This design comes from an exercise in tuning for small area, a short achievable clock period and few clock cycles on the open sky130 flow, not from production work.
At most, simulation tests tie the RTL to the original design; equivalence was not proved.

job 1763:
Design dgs_sha256, start of the top module:
module dgs_sha256 (
    input  wire         clk,
    input  wire         rst,         
    input  wire         start,
    input  wire         load_state,
    input  wire         partial,
    input  wire [255:0] state_in,    
    input  wire [63:0]  count_in,    
    output wire         idle,
    input  wire         in_valid,
    output wire         in_ready,
    input  wire [31:0]  in_data,     
    input  wire         in_last,
    input  wire [2:0]   in_nbytes,   
    output reg          done,
    output wire         err,
    output wire [255:0] digest,
    output wire [63:0]  count_out
);
    localparam [255:0] IV = {32'h6a09e667, 32'hbb67ae85, 32'h3c6ef372, 32'ha54ff53a,
                             32'h510e527f, 32'h9b05688c, 32'h1f83d9ab, 32'h5be0cd19};
    function [31:0] rotr(input [31:0] x, input integer n);
        rotr = (x >> n) | (x << (32 - n));
    endfunction
  ...
Size in the first run: ~5800 cells after synthesis, about 1200 flip-flops, about 690 I/O pins, about 69000 um2 of cells after synthesis.
==> flow/config.mk <==
export PLATFORM = sky130hd
export DESIGN_NAME = dgs_sha256
export DESIGN_NICKNAME = dgs_sha256
export VERILOG_FILES = /design/flow/design.v
export SDC_FILE = /design/flow/constraint.sdc
export NUM_CORES = 4
export LEC_CHECK = 0
export CAP_MARGIN = 20
export CORE_MARGIN = 2
export CORE_UTILIZATION = 50
export SETUP_SLACK_MARGIN = 5
export SLEW_MARGIN = 20
==> flow/constraint.sdc <==
create_clock -name core_clock -period 10.0 [get_ports {clk}]
set_input_delay 2.0000 -clock core_clock [delete_from_list [all_inputs] [get_ports {clk}]]
set_output_delay 2.0000 -clock core_clock [all_outputs]
set_load 0.01 [all_outputs]
standard.sh (not shown) runs the stock make flow with config.mk's settings and CLKGATE_MAP_FILE= SYNTH_SCRIPT=/design/flow/synth_recipe.tcl, a recipe that flattens the netlist after the stock synthesis.
==> flow/flow/run.sh <==
#!/bin/bash
# The standard layout, with the port buffers made of the smallest buffer cell
# and a clock tree of smaller buffers without dummy loads.
set -euo pipefail
export BUFFER_PORTS_ARGS="-buffer_cell sky130_fd_sc_hd__buf_1"
export CTS_ARGS="-sink_clustering_enable -repair_clock_nets -dont_use_dummy_load -buf_list sky130_fd_sc_hd__clkbuf_4"
bash standard.sh > standard.log 2>&1
Job 1763: full flow OK, the timing, DRC and antenna checks passed
The inputs of job 2806 differ from those of job 1763 as listed below.
--- a/flow/design.v
+++ b/flow/design.v
@@ -18,24 +18,14 @@
     output wire [63:0]  count_out
 );
     localparam [255:0] IV = {32'h6a09e667, 32'hbb67ae85, 32'h3c6ef372, 32'ha54ff53a,
                              32'h510e527f, 32'h9b05688c, 32'h1f83d9ab, 32'h5be0cd19};
     function [31:0] rotr(input [31:0] x, input integer n);
         rotr = (x >> n) | (x << (32 - n));
     endfunction
-    function [31:0] cs_add(input [31:0] x, input [31:0] y);
-        reg [16:0] lo;
-        reg [15:0] hi0, hi1;
-        begin
-            lo  = {1'b0, x[15:0]} + {1'b0, y[15:0]};
-            hi0 = x[31:16] + y[31:16];
-            hi1 = x[31:16] + y[31:16] + 16'd1;
-            cs_add = {lo[16] ? hi1 : hi0, lo[15:0]};
-        end
-    endfunction
     function [31:0] bk_add(input [31:0] x, input [31:0] y);
         reg [31:0] p, g, p0;
         integer i, j;
         begin
             p = x ^ y;
             g = x & y;
             p0 = p;
@@ -67,15 +57,14 @@
     reg [63:0]  tot;             
     reg         part_r;          
     reg         err_r;           
     reg         ended;           
     reg         placed80;        
     reg         lenblk;          
     reg         fin;             
-    reg         perr_r;          
     assign idle     = !busy;
     assign in_ready = busy && !ended && !fin && (na[5:4] == 2'd0);
     assign err       = err_r;
     assign digest    = {a, b, c, d, e, f, g, h};
     assign count_out = tot;
     wire [2:0] nbytes = in_last ? in_nbytes : 3'd4;
     reg [31:0] byte_mask, pad_byte;
@@ -161,22 +150,22 @@
     wire [31:0] a1c = {((hkw & big_s1) | (hkw & ch) | (big_s1 & ch)), 1'b0} ;
     wire [31:0] a2s = big_s0 ^ maj ^ m0;
     wire [31:0] a2c = {((big_s0 & maj) | (big_s0 & m0) | (maj & m0)), 1'b0};
     wire [31:0] a3s = a1s ^ a1c ^ a2s;
     wire [31:0] a3c = {((a1s & a1c) | (a1s & a2s) | (a1c & a2s)), 1'b0};
     wire [31:0] a4s = a3s ^ a3c ^ a2c;
     wire [31:0] a4c = {((a3s & a3c) | (a3s & a2c) | (a3c & a2c)), 1'b0};
-    wire [31:0] a_n = cs_add(a4s, a4c);
+    wire [31:0] a_n = a4s + a4c;
     wire [31:0] e1s = hkw ^ d ^ m4;
     wire [31:0] e1c = {((hkw & d) | (hkw & m4) | (d & m4)), 1'b0};
     wire [31:0] e2s = e1s ^ e1c ^ big_s1;
     wire [31:0] e2c = {((e1s & e1c) | (e1s & big_s1) | (e1c & big_s1)), 1'b0};
     wire [31:0] e3s = e2s ^ e2c ^ ch;
     wire [31:0] e3c = {((e2s & e2c) | (e2s & ch) | (e2c & ch)), 1'b0};
-    wire [31:0] e_n = cs_add(e3s, e3c);
+    wire [31:0] e_n = e3s + e3c;
     wire [3:0]  lo_n = {1'b0, tot[2:0]} + {1'b0, nbytes};
     reg  [60:0] pre;             
     reg  [60:0] inc_m;
     integer     ii, ll;
     always @(*) begin
         pre = tot[63:3];
         for (ll = 0; ll < 6; ll = ll + 1)
@@ -184,15 +173,15 @@
                 if (ii[ll])
                     pre[ii] = pre[ii] & pre[((ii >> ll) << ll) - 1];
         inc_m = {pre[59:0] & {60{lo_n[3]}}, lo_n[3]};
     end
     wire [63:0] tot_n = {tot[63:3] ^ inc_m, lo_n[2:0]};
     wire err0  = load_state && (count_in[5:0] != 6'd0);
     wire perr  = p_end && !p_full && !p_empty && !err_r;    
-    wire ld    = !busy || perr_r;
+    wire ld    = busy ? perr : start;
     wire         use_in = !busy && !err0 && load_state;
     wire         use_iv = !busy && !err0 && !load_state;
     wire [255:0] init_v = ({256{use_in}} & state_in) | ({256{use_iv}} & IV);
     wire [63:0]  init_t = {64{use_in}} & count_in;
     always @(posedge clk) begin
         if (ld) begin
             {a, b, c, d, e, f, g, h} <= init_v;
@@ -232,26 +221,24 @@
             busy <= 1'b0;
             done <= 1'b0;
             pb   <= 1'b0;
             pc   <= 1'b0;
             fold <= 1'b0;
             r61  <= 1'b0;
             r62  <= 1'b0;
-            perr_r <= 1'b0;
         end else begin
             done <= 1'b0;
             if (!busy) begin
                 if (start) begin
                     err_r    <= err0;
                     part_r   <= partial;
                     ended    <= 1'b0;
                     placed80 <= 1'b0;
                     lenblk   <= 1'b0;
                     fin      <= 1'b0;
-                    perr_r   <= 1'b0;
                     na       <= 6'd0;
                     pb       <= 1'b0;
                     pc       <= 1'b0;
                     fold     <= 1'b0;
                     r61      <= 1'b0;
                     r62      <= 1'b0;
                     busy     <= 1'b1;
@@ -282,27 +269,23 @@
                     end
                 end
                 pb   <= a_go;
                 pc   <= pb;
                 fold <= pb && (nb_i == 6'd63);
                 r61  <= pb && (nb_i == 6'd61);
                 r62  <= pb && (nb_i == 6'd62);
-                if (perr_r) begin
-                    done <= 1'b1;
-                    busy <= 1'b0;
-                end else if (take && in_last && (err_r || perr)) begin
-                    err_r  <= 1'b1;
-                    done   <= err_r;
-                    busy   <= !err_r;
-                    perr_r <= !err_r;
-                    pb     <= 1'b0;
-                    pc     <= 1'b0;
-                    fold   <= 1'b0;
-                    r61    <= 1'b0;
-                    r62    <= 1'b0;
+                if (take && in_last && (err_r || perr)) begin
+                    err_r <= 1'b1;
+                    done  <= 1'b1;
+                    busy  <= 1'b0;
+                    pb    <= 1'b0;
+                    pc    <= 1'b0;
+                    fold  <= 1'b0;
+                    r61   <= 1'b0;
+                    r62   <= 1'b0;
                 end else if (p_end && p_empty && !(pb || pc)) begin
                     done <= 1'b1;
                     busy <= 1'b0;
                 end else if (p_end && p_empty) begin
                     fin <= 1'b1;
                 end else if (fin && fold) begin
                     done <= 1'b1;
### Flow results
Against job 1763, wire length of the first global-routing pass in job 2806 came out worse. The run showing the smaller synthesized cell count is job 1763. From job 1763 to job 2806 the numbers moved as follows: total number of vias increased about 2%, final wirelength grew by 7.9 mm, cell area after technology mapping has increased, sum of net half-perimeters after detailed placement rose by 2.5%, global-route usage grew by 0.63 points.
Testbench counts of job 2806, summed over its fixed seeds: cycles 31,040.
Function not checked in job 1763: the RTL went through the layout flow alone.

-- afterwards: timing with drivers on the ports --
In the flow no input, the clock included, has a driving cell. The finished layouts below were timed again as built, in two steps.
Step 1: set_driving_cell puts a clkbuf_16 on clk and a buf_2 on each other input, an assumption about the parent block.
Step 2 moves the port delays by t, midway between the first and last clock arrival at a register: inputs arrive t later, outputs are due t later. That takes back most of the time a late clock gives input paths.
Slacks: no drivers / after step 1 / after step 2; pairs: no drivers / after step 1.
| run | shift t [ns] | setup WS [ns] | slew at the worst register clock pin (ns) | worst slew at a driven data input, ns | cell pins on the clock port's net |
|---|---|---|---|---|---|
| job 1763 | 1.347 | 4.674 / 4.674 / 4.178 | 0.07 / 0.07 | 0.16 | 1 |
| job 2806 | 1.319 | 5.015 / 5.015 / 4.239 | 0.07 / 0.07 | 0.16 | 1 |
After both steps setup and hold are still met in every run listed. The setup slack of job 2806, which loses most, moves by 0.000 ns with the drivers and by -0.776 ns with both steps.
